This is an optimization exercise on Yosys and OpenROAD, whose aim is small area, a short achievable clock period and few clock cycles per item, not a production implementation. No functional check of the RTL was part of this run.

==> design/flow/design.v <==
module sb_xor  (input wire a, input wire b, output wire y); assign y = a ^ b;    endmodule
module sb_xnor (input wire a, input wire b, output wire y); assign y = ~(a ^ b); endmodule
module sb_nand (input wire a, input wire b, output wire y); assign y = ~(a & b); endmodule
module sb_nandb (input wire a, input wire b_n, output wire y); assign y = ~(a & ~b_n); endmodule
module aes_sbox (
  input  wire [7:0] a,
  output wire [7:0] y
);
  wire U0 = a[7], U1 = a[6], U2 = a[5], U3 = a[4];
  wire U4 = a[3], U5 = a[2], U6 = a[1], U7 = a[0];
  wire T1, T2, T3, T4, T5, T6, T7, T8, T9, T10, T11, T12, T13, T14, T15, T16, T17, T18, T19, T20, T21, T22, T23, T24, T25, T26, T27, n_M1, n_M2, M3, n_M4, M5, n_M6, n_M7, M8, n_M9, M10, n_M11, n_M12, M13, n_M14, M15, M16, M17, M18, M19, M20, M21, M22, M23, M24, n_M25, M26, M27, M28, n_M29, n_M30, n_M31, n_M32, M33, n_M34, n_M35, M36, M37, M38, M39, M40, M41, M42, M43, M44, M45, n_M46, n_M47, n_M48, n_M49, n_M50, n_M51, n_M52, n_M53, n_M54, n_M55, n_M56, n_M57, n_M58, n_M59, n_M60, n_M61, n_M62, n_M63, L0, L1, L2, L3, L4, L5, L6, L7, L8, L9, L10, L11, L12, L13, L14, L15, L16, L17, L18, L19, L20, L21, L22, L23, L24, L25, L26, L27, L28, L29;
  wire S0, S1, S2, S3, S4, S5, S6, S7;
  sb_xor g0 (.a(U0), .b(U3), .y(T1));
  sb_xor g1 (.a(U0), .b(U5), .y(T2));
  sb_xor g2 (.a(U0), .b(U6), .y(T3));
  sb_xor g3 (.a(U3), .b(U5), .y(T4));
  sb_xor g4 (.a(U4), .b(U6), .y(T5));
  sb_xor g5 (.a(T1), .b(T5), .y(T6));
  sb_xor g6 (.a(U1), .b(U2), .y(T7));
  sb_xor g7 (.a(U7), .b(T6), .y(T8));
  sb_xor g8 (.a(U7), .b(T7), .y(T9));
  sb_xor g9 (.a(T6), .b(T7), .y(T10));
  sb_xor g10 (.a(U1), .b(U5), .y(T11));
  sb_xor g11 (.a(U2), .b(U5), .y(T12));
  sb_xor g12 (.a(T3), .b(T4), .y(T13));
  sb_xor g13 (.a(T6), .b(T11), .y(T14));
  sb_xor g14 (.a(T5), .b(T11), .y(T15));
  sb_xor g15 (.a(T5), .b(T12), .y(T16));
  sb_xor g16 (.a(T9), .b(T16), .y(T17));
  sb_xor g17 (.a(U3), .b(U7), .y(T18));
  sb_xor g18 (.a(T7), .b(T18), .y(T19));
  sb_xor g19 (.a(T1), .b(T19), .y(T20));
  sb_xor g20 (.a(U6), .b(U7), .y(T21));
  sb_xor g21 (.a(T7), .b(T21), .y(T22));
  sb_xor g22 (.a(T2), .b(T22), .y(T23));
  sb_xor g23 (.a(T2), .b(T10), .y(T24));
  sb_xor g24 (.a(T20), .b(T17), .y(T25));
  sb_xor g25 (.a(T3), .b(T16), .y(T26));
  sb_xor g26 (.a(T1), .b(T12), .y(T27));
  sb_nand g27 (.a(T13), .b(T6), .y(n_M1));
  sb_nand g28 (.a(T23), .b(T8), .y(n_M2));
  sb_xnor g29 (.a(T14), .b(n_M1), .y(M3));
  sb_nand g30 (.a(T19), .b(U7), .y(n_M4));
  sb_xor g31 (.a(n_M4), .b(n_M1), .y(M5));
  sb_nand g32 (.a(T3), .b(T16), .y(n_M6));
  sb_nand g33 (.a(T22), .b(T9), .y(n_M7));
  sb_xnor g34 (.a(T26), .b(n_M6), .y(M8));
  sb_nand g35 (.a(T20), .b(T17), .y(n_M9));
  sb_xor g36 (.a(n_M9), .b(n_M6), .y(M10));
  sb_nand g37 (.a(T1), .b(T15), .y(n_M11));
  sb_nand g38 (.a(T4), .b(T27), .y(n_M12));
  sb_xor g39 (.a(n_M12), .b(n_M11), .y(M13));
  sb_nand g40 (.a(T2), .b(T10), .y(n_M14));
  sb_xor g41 (.a(n_M14), .b(n_M11), .y(M15));
  sb_xnor g42 (.a(M3), .b(n_M2), .y(M16));
  sb_xor g43 (.a(M5), .b(T24), .y(M17));
  sb_xnor g44 (.a(M8), .b(n_M7), .y(M18));
  sb_xor g45 (.a(M10), .b(M15), .y(M19));
  sb_xor g46 (.a(M16), .b(M13), .y(M20));
  sb_xor g47 (.a(M17), .b(M15), .y(M21));
  sb_xor g48 (.a(M18), .b(M13), .y(M22));
  sb_xor g49 (.a(M19), .b(T25), .y(M23));
  sb_xor g50 (.a(M22), .b(M23), .y(M24));
  sb_nand g51 (.a(M22), .b(M20), .y(n_M25));
  sb_xnor g52 (.a(M21), .b(n_M25), .y(M26));
  sb_xor g53 (.a(M20), .b(M21), .y(M27));
  sb_xnor g54 (.a(M23), .b(n_M25), .y(M28));
  sb_nand g55 (.a(M28), .b(M27), .y(n_M29));
  sb_nand g56 (.a(M26), .b(M24), .y(n_M30));
  sb_nand g57 (.a(M20), .b(M23), .y(n_M31));
  sb_nandb g58 (.a(M27), .b_n(n_M31), .y(n_M32));
  sb_xnor g59 (.a(M27), .b(n_M25), .y(M33));
  sb_nand g60 (.a(M21), .b(M22), .y(n_M34));
  sb_nandb g61 (.a(M24), .b_n(n_M34), .y(n_M35));
  sb_xnor g62 (.a(M24), .b(n_M25), .y(M36));
  sb_xnor g63 (.a(M21), .b(n_M29), .y(M37));
  sb_xnor g64 (.a(n_M32), .b(M33), .y(M38));
  sb_xnor g65 (.a(M23), .b(n_M30), .y(M39));
  sb_xnor g66 (.a(n_M35), .b(M36), .y(M40));
  sb_xor g67 (.a(M38), .b(M40), .y(M41));
  sb_xor g68 (.a(M37), .b(M39), .y(M42));
  sb_xor g69 (.a(M37), .b(M38), .y(M43));
  sb_xor g70 (.a(M39), .b(M40), .y(M44));
  sb_xor g71 (.a(M42), .b(M41), .y(M45));
  sb_nand g72 (.a(M44), .b(T6), .y(n_M46));
  sb_nand g73 (.a(M40), .b(T8), .y(n_M47));
  sb_nand g74 (.a(M39), .b(U7), .y(n_M48));
  sb_nand g75 (.a(M43), .b(T16), .y(n_M49));
  sb_nand g76 (.a(M38), .b(T9), .y(n_M50));
  sb_nand g77 (.a(M37), .b(T17), .y(n_M51));
  sb_nand g78 (.a(M42), .b(T15), .y(n_M52));
  sb_nand g79 (.a(M45), .b(T27), .y(n_M53));
  sb_nand g80 (.a(M41), .b(T10), .y(n_M54));
  sb_nand g81 (.a(M44), .b(T13), .y(n_M55));
  sb_nand g82 (.a(M40), .b(T23), .y(n_M56));
  sb_nand g83 (.a(M39), .b(T19), .y(n_M57));
  sb_nand g84 (.a(M43), .b(T3), .y(n_M58));
  sb_nand g85 (.a(M38), .b(T22), .y(n_M59));
  sb_nand g86 (.a(M37), .b(T20), .y(n_M60));
  sb_nand g87 (.a(M42), .b(T1), .y(n_M61));
  sb_nand g88 (.a(M45), .b(T4), .y(n_M62));
  sb_nand g89 (.a(M41), .b(T2), .y(n_M63));
  sb_xor g90 (.a(n_M61), .b(n_M62), .y(L0));
  sb_xor g91 (.a(n_M50), .b(n_M56), .y(L1));
  sb_xor g92 (.a(n_M46), .b(n_M48), .y(L2));
  sb_xor g93 (.a(n_M47), .b(n_M55), .y(L3));
  sb_xor g94 (.a(n_M54), .b(n_M58), .y(L4));
  sb_xor g95 (.a(n_M49), .b(n_M61), .y(L5));
  sb_xnor g96 (.a(n_M62), .b(L5), .y(L6));
  sb_xnor g97 (.a(n_M46), .b(L3), .y(L7));
  sb_xor g98 (.a(n_M51), .b(n_M59), .y(L8));
  sb_xor g99 (.a(n_M52), .b(n_M53), .y(L9));
  sb_xnor g100 (.a(n_M53), .b(L4), .y(L10));
  sb_xnor g101 (.a(n_M60), .b(L2), .y(L11));
  sb_xor g102 (.a(n_M48), .b(n_M51), .y(L12));
  sb_xnor g103 (.a(n_M50), .b(L0), .y(L13));
  sb_xor g104 (.a(n_M52), .b(n_M61), .y(L14));
  sb_xnor g105 (.a(n_M55), .b(L1), .y(L15));
  sb_xnor g106 (.a(n_M56), .b(L0), .y(L16));
  sb_xnor g107 (.a(n_M57), .b(L1), .y(L17));
  sb_xnor g108 (.a(n_M58), .b(L8), .y(L18));
  sb_xnor g109 (.a(n_M63), .b(L4), .y(L19));
  sb_xor g110 (.a(L0), .b(L1), .y(L20));
  sb_xor g111 (.a(L1), .b(L7), .y(L21));
  sb_xor g112 (.a(L3), .b(L12), .y(L22));
  sb_xor g113 (.a(L18), .b(L2), .y(L23));
  sb_xor g114 (.a(L15), .b(L9), .y(L24));
  sb_xor g115 (.a(L6), .b(L10), .y(L25));
  sb_xor g116 (.a(L7), .b(L9), .y(L26));
  sb_xor g117 (.a(L8), .b(L10), .y(L27));
  sb_xor g118 (.a(L11), .b(L14), .y(L28));
  sb_xor g119 (.a(L11), .b(L17), .y(L29));
  sb_xor g120 (.a(L6), .b(L24), .y(S0));
  sb_xnor g121 (.a(L16), .b(L26), .y(S1));
  sb_xnor g122 (.a(L19), .b(L28), .y(S2));
  sb_xor g123 (.a(L6), .b(L21), .y(S3));
  sb_xor g124 (.a(L20), .b(L22), .y(S4));
  sb_xor g125 (.a(L25), .b(L29), .y(S5));
  sb_xnor g126 (.a(L13), .b(L27), .y(S6));
  sb_xnor g127 (.a(L6), .b(L23), .y(S7));
  assign y = {S0, S1, S2, S3, S4, S5, S6, S7};
endmodule
module aes_round (
  input  wire [127:0] st,
  input  wire [127:0] rk,
  input  wire [7:0]   rcon,
  input  wire         last,
  output wire [127:0] next_st,
  output wire [127:0] next_rk
);
  function [7:0] xtime(input [7:0] b);
    xtime = {b[6:0], 1'b0} ^ (b[7] ? 8'h1b : 8'h00);
  endfunction
  wire [31:0] w0 = rk[127:96];
  wire [31:0] w1 = rk[95:64];
  wire [31:0] w2 = rk[63:32];
  wire [31:0] w3 = rk[31:0];
  wire [31:0] sw;                        
  aes_sbox ks0 (.a(w3[23:16]), .y(sw[31:24]));
  aes_sbox ks1 (.a(w3[15:8]),  .y(sw[23:16]));
  aes_sbox ks2 (.a(w3[7:0]),   .y(sw[15:8]));
  aes_sbox ks3 (.a(w3[31:24]), .y(sw[7:0]));
  wire [31:0] swc = sw ^ {rcon, 24'h0};
  wire [31:0] p1  = w0 ^ w1;
  wire [31:0] p3  = p1 ^ (w2 ^ w3);
  wire [31:0] n0  = w0 ^ swc;
  wire [31:0] n1  = p1 ^ swc;
  wire [31:0] n2  = (p1 ^ w2) ^ swc;
  wire [31:0] n3  = p3 ^ swc;
  assign next_rk = {n0, n1, n2, n3};
  wire [7:0] sb [0:15];
  genvar i;
  generate
    for (i = 0; i < 16; i = i + 1) begin : g_sub
      aes_sbox sbx (.a(st[127 - 8*i -: 8]), .y(sb[i]));
    end
  endgenerate
  wire [7:0] sr [0:15];
  generate
    for (i = 0; i < 16; i = i + 1) begin : g_shift
      assign sr[i] = sb[(i % 4) + 4 * (((i / 4) + (i % 4)) % 4)];
    end
  endgenerate
  generate
    for (i = 0; i < 4; i = i + 1) begin : g_mix
      wire [7:0] a0 = sr[4*i];
      wire [7:0] a1 = sr[4*i+1];
      wire [7:0] a2 = sr[4*i+2];
      wire [7:0] a3 = sr[4*i+3];
      wire [31:0] mixed = {xtime(a0 ^ a1) ^ a1 ^ (a2 ^ a3),
                           xtime(a1 ^ a2) ^ a2 ^ (a3 ^ a0),
                           xtime(a2 ^ a3) ^ a3 ^ (a0 ^ a1),
                           xtime(a3 ^ a0) ^ a0 ^ (a1 ^ a2)};
      wire [31:0] col   = last ? {a0, a1, a2, a3} : mixed;
      assign next_st[127 - 32*i -: 32] = col ^ next_rk[127 - 32*i -: 32];
    end
  endgenerate
endmodule
module sx_tag_engine (
  input  wire         clk,
  input  wire         rst,         
  input  wire         start,
  output wire         ready,
  input  wire [127:0] key,
  input  wire [63:0]  uid,
  input  wire [15:0]  acmd,
  input  wire [31:0]  acnt,
  input  wire [15:0]  alen,
  input  wire [63:0]  atag,
  input  wire         in_valid,
  output wire         in_ready,
  input  wire [15:0]  in_data,
  output reg          done,
  output wire [63:0]  tag,
  output reg          match
);
  localparam [1:0] P_IDLE = 2'd0,    
                   P_MSG  = 2'd1,    
                   P_L    = 2'd2,    
                   P_FIN  = 2'd3;    
  reg  [1:0]   ph;
  reg  [127:0] st;         
  reg  [127:0] rk;         
  reg  [127:0] blk;        
  reg  [3:0]   rnd;        
  reg          last;       
  reg  [15:0]  wrem;       
  reg          wz;         
  reg  [2:0]   wpos;       
  reg          bfull;      
  reg  [7:0] rcon;
  always @(*) begin
    case (rnd)
      4'd1:    rcon = 8'h01;
      4'd2:    rcon = 8'h02;
      4'd3:    rcon = 8'h04;
      4'd4:    rcon = 8'h08;
      4'd5:    rcon = 8'h10;
      4'd6:    rcon = 8'h20;
      4'd7:    rcon = 8'h40;
      4'd8:    rcon = 8'h80;
      4'd9:    rcon = 8'h1b;
      default: rcon = 8'h36;
    endcase
  end
  wire [127:0] round_st, round_rk;
  aes_round u_round (
    .st(st), .rk(rk), .rcon(rcon), .last(last),
    .next_st(round_st), .next_rk(round_rk)
  );
  wire [127:0] hdr  = {uid, acmd, acnt, alen};
  wire         full = (alen[3:0] == 4'd0);   
  wire [127:0] mask = full ? {128{1'b1}} : ~({128{1'b1}} >> (8 * alen[3:0]));
  wire [127:0] pad  = full ? 128'd0 : ({8'h80, 120'd0} >> (8 * alen[3:0]));
  wire [127:0] k1   = {round_st[126:0], 1'b0} ^ (round_st[127] ? 128'h87 : 128'h0);
  wire [127:0] k2   = {k1[126:0], 1'b0} ^ (k1[127] ? 128'h87 : 128'h0);
  wire [127:0] kx   = full ? k1 : k2;
  wire   idle     = (ph == P_IDLE);
  wire   go       = idle && start;
  wire   alen0    = (alen == 16'd0);
  assign ready    = idle;
  assign in_ready = !idle && !wz && !bfull;
  wire   take     = in_valid && in_ready;
  wire   adv      = !idle && (!last || ph != P_MSG || bfull);
  wire   lastmsg  = last && ph == P_MSG;       
  wire   lastl    = last && ph == P_L;
  wire   use_r    = !go && !lastl && !(lastmsg && wz);
  wire   use_k    = go || lastmsg || lastl;
  wire   use_b    = (lastmsg && !wz) || (lastl && !alen0);
  wire   use_h    = (go && !alen0) || (lastl && alen0);
  wire   use_x    = lastl;
  wire [127:0] st_d = ({128{use_r}} & round_st) ^ ({128{use_k}} & key)
                    ^ (({128{use_b}} & blk) | ({128{use_h}} & hdr))
                    ^ ({128{use_x}} & kx);
  assign tag = st[127:64];
  always @(posedge clk) begin
    if (rst) begin
      ph   <= P_IDLE;
      done <= 1'b0;
    end else begin
      done <= 1'b0;
      if (go) begin
        rnd   <= 4'd1;
        last  <= 1'b0;
        wrem  <= {1'b0, alen[15:1]} + {15'd0, alen[0]};
        wz    <= alen0;
        wpos  <= 3'd0;
        bfull <= 1'b0;
        ph    <= alen0 ? P_L : P_MSG;
      end else if (adv) begin
        rnd  <= last ? 4'd1 : rnd + 4'd1;
        last <= (rnd == 4'd9);
        if (last) begin
          case (ph)
            P_MSG: begin
              bfull <= 1'b0;
              if (wz) ph <= P_L;
            end
            P_L:   ph <= P_FIN;
            default: begin              
              match <= (round_st[127:64] == atag);
              done  <= 1'b1;
              ph    <= P_IDLE;
            end
          endcase
        end
      end
      if (take) begin
        wpos <= wpos + 3'd1;
        wrem <= wrem - 16'd1;
        wz   <= (wrem == 16'd1);
        if (wpos == 3'd7 || wrem == 16'd1) bfull <= 1'b1;
      end
    end
  end
  always @(posedge clk) begin
    if (go || adv) begin
      st <= st_d;
      rk <= (go || last) ? key : round_rk;
    end
    if (take)
      blk[127 - 16*wpos -: 16] <= {in_data[7:0], in_data[15:8]};
    else if (adv && lastmsg && wz)
      blk <= (blk & mask) ^ pad ^ round_st;
  end
endmodule
==> design/flow/run.sh <==
#!/bin/bash
# synth_recipe.tcl (not shown) runs the flow's synth.tcl, then flattens the netlist and writes it again
# the make line also repeats each setting of config.mk as NAME=value (left out here)
make -C /OpenROAD-flow-scripts/flow DESIGN_CONFIG=/design/flow/config.mk WORK_HOME=/design/flow/orfs CLKGATE_MAP_FILE= SYNTH_SCRIPT=/design/flow/synth_recipe.tcl finish
==> design/flow/config.mk <==
export PLATFORM = sky130hd
export DESIGN_NAME = sx_tag_engine
export DESIGN_NICKNAME = sx_tag_engine
export VERILOG_FILES = /design/flow/design.v
export SDC_FILE = /design/flow/constraint.sdc
export NUM_CORES = 8
export LEC_CHECK = 0
export CAP_MARGIN = 20
export CORE_MARGIN = 2
export CORE_UTILIZATION = 25
export PLACE_DENSITY = 0.45
export SLEW_MARGIN = 20
export SYNTH_HIERARCHICAL = 1
export SYNTH_MINIMUM_KEEP_SIZE = 0
==> design/flow/constraint.sdc <==
create_clock -name core_clock -period 8.0 [get_ports {clk}]
set_input_delay 1.6000 -clock core_clock [delete_from_list [all_inputs] [get_ports {clk}]]
set_output_delay 1.6000 -clock core_clock [all_outputs]
set_load 0.01 [all_outputs]
==> flow_summary.ini <==
[run_status]
status = complete, no violations

[detailed_routing]
top_layer = met5
wl_met3_microns = 17500
drt-total-wl_microns = 274000
viasPerCell = 4.82
vias = 48257
routedWlPerCell_microns = 27.4
wirelength_met1_microns = 115000
initialDrtViolationCount = 4587
drc = 0
ant_nets = 0
met2WireLength_microns = 123000
drtPass1Iterations = 6

[worst_setup_path]
crit_family = XOR/XNOR gates
required_ps = 8480
cpPeakStageDelay_ps = 500
end_kind = flop
cp_max_fo = 5
critPathKind = reg -> reg
crit_slowest_cell = edfxtp_1
path_common_cell = xor2_1
cp_num_buf_inv = 3
cp-start-kind = flop
critPathArrivalTime_ps = 8110

[yosys]
async_flop_share_pct = 0
yosysSeqAreaShare_pct = 21.7
syn_nets = 6801
syn_area_per_cell_sq_um = 8.98
synth_ff_type = edfxtp_1
synth_edf_count = 411
synth_cells = 6435
syn-cell-area_sq_um = 57800
ys_seq_elements = 422
yosysUniqueCellTypes = 70
yosysWarnings = 8

[sta]
setup_ws_ps = 369
hold_violations = 0
setup_tns_ps = 0
fin_skew_ps = 37.3
layout_min_cycle_time_ps = 7630
relSlewSlack_pct = 18.7
drv_slew = 0
setup_violations = 0
worst_pin_slew_ps = 1210
min_period_over_period_pct = 95.4
fmax_ghz = 0.131

[floorplan]
die_h_microns = 485
std_cell_rows = 176
dieArea_sq_um = 235000
ioPinCount = 408
die_x_microns = 485
start_util_pct = 25.1
core-area_sq_um = 230000

[clocking]
htree_num_levels = 2
clock-sinks = 422
clk_pin_slew_worst_paths_ps = 60
cts_buffer_depth = 3
hold_buffers = 0
cts_buffers = 60
clock_latency_ps = 710
root_buffer = clkbuf_16
cts_tree = yes

[flow_run]
drv_cap = 0

[cells_and_area]
multi_input_area_sq_um = 43100
final_layout_size_suffix_gt1_share_pct = 10.9
final_common_cell = xor2_1
area_delta_synth_final_pct = 20.4
post-route-util_pct = 30.3
register_area_sq_um = 12600
instances_no_fill = 10004
nNetsFinal = 7282
final_cell_mix = xor2_1, nand2_1, xnor2_1
fillers = 24325

[placed_design]
pre_cts_slack_ps = 67.1
placed_cells = 9871
place.gp.congestion = 0.976
port_buffers = 407
hpwl_microns = 224000

[global_routing]
first_global_vias = 47782
grt_start_max_net_pins = 143
grt-ovfl-total = 0
grt_util_all_layers_pct = 22.4
grt_pass1_wl_microns = 376000
antenna_found_initial = 29

[min_path]
hold_class = reg -> reg
==> modules after synthesis (local to each module, per instance) <==
module         flip-flops and latches  cells  area (sq um)  copies in the design
sb_xnor                             0      1          8.76                   520
sb_xor                              0      1          8.76                  1360
sx_tag_engine                     422   2827         28000                     1
sb_nandb                            0      1          6.26                    40
sb_nand                             0      1          3.75                   640
aes_round                           0    888          9530                     1
aes_sbox                            0      8          60.1                    20
==> final timing paths <==
check / start / to / slack, ps / depth (start not counted)
worst max-delay path: rk[17]$_DFFE_PN_ / st[2]$_DFFE_PN_ / 370 / 27
worst min-delay path: ph[0]$_SDFFE_PP0P_ / ph[0]$_SDFFE_PP0P_ / 610 / 2
worst max register to register: rk[17]$_DFFE_PN_ / st[2]$_DFFE_PN_ / 370 / 27
worst min register to register: ph[0]$_SDFFE_PP0P_ / ph[0]$_SDFFE_PP0P_ / 610 / 2
==> metal layers <==
metal	vias to the layer above	global-route usage, %
met1	23804	29.3
li1	22060	-
met4	10	13.0
met3	440	2.84
met5	-	0
met2	1943	35.5
==> area by class of cell <==
class                           count  share of cell area (%)
Antenna cell                       12                  0.0432
Clock buffer                       66                    2.19
Clock inverter                     46                   0.635
Inverter                           45                   0.243
Multi-Input combinational cell   5484                    61.9
Sequential cell                   422                    18.1
Tap cell                         3026                    5.44
Timing Repair Buffer              903                    11.4
==> stage by stage <==
step                      area (sq um)  hold WS [ps]
final                            69600           608
after global routing             69600           624
after global placement           66700           574
after floorplan                  57800           540
after detailed placement         66800           587
after CTS                        68700           604
==> Yosys cell counts (all sizes together) (17+ instances only) <==
cell	instances	area [sq um]
nor2	53	199
inv	45	169
edfxtp	411	12300
buf	313	2180
xnor3	176	3960
a221oi	78	683
ha	26	325
mux2i	163	1630
a22oi	135	1010
nand3	38	190
a21oi	126	631
xor3	27	654
o2bb2ai	124	1090
clkbuf	171	646
o21ai	163	827
xnor2	930	8300
a211oi	17	133
nor3	20	105
nand2b	56	350
nand2	1420	5330
xor2	1765	15600
nor4	25	163
nor2b	25	156
==> registers in the layout, indices dropped and copies added (netlist names) <==
signal and cells:
match 1, rk 128, ph 2, bfull 1, rcon 8, wpos 3
wrem 16, blk 128, wz 1, rnd 4, done 1, last 1
st 128
==> worst register-to-register path, delay by kind of cell, from the launching register on <==
family,cells,cell delay [ps]
buffers and inverters,3,560
and+or+nand+nor,2,250
DFF,1,500
xor gates and xnor gates,20,5680
muxes,2,400
==> what timing repair did <==
action	CTS	global route
buffers inserted	0	9
hold endpoints to repair	0	0
setup endpoints to repair	0	85
resized for setup	0	97
==> kinds of logic (layout without fill, tap and decap cells) <==
family,after synthesis,count (layout),synth area share [%]
XOR/XNOR,2898,2898,49.4
AND/OR/NAND/NOR,1694,1694,11.9
AO/OA/AOI/OAI,701,701,8.37
buffers and inverters,529,1060,5.18
flip-flops,422,422,21.7
multiplexers,164,164,2.84
adder cells (fa/ha/maj),27,27,0.580
other,0,12,0

==> afterwards: timing with drivers on the ports <==
How much do the figures lean on ideal ports? The routed layout below was timed once more, with nothing changed but the port constraints.
Step 1 (the two cells are an assumption about what drives the block):
set clk [get_ports {clk}]
set_driving_cell -lib_cell sky130_fd_sc_hd__clkbuf_16 $clk
set_driving_cell -lib_cell sky130_fd_sc_hd__buf_2 [delete_from_list [all_inputs] $clk]
Step 2 times the ports against the registers' clock, not the clock port: input delays grow and output delays shrink by t, the midpoint of the rising clock arrivals with the driver on.
Three values: ideal, step 1, step 2; two values: the first two.
t, ns: 0.766
setup WS [ns]: 0.369 / 0.369 / 0.369
worst register clock-pin slew, ns: 0.07 / 0.07
After both steps setup and hold are still met in this run. For this run, drivers alone change the setup slack by 0.000 ns; drivers and shift together by 0.000 ns.
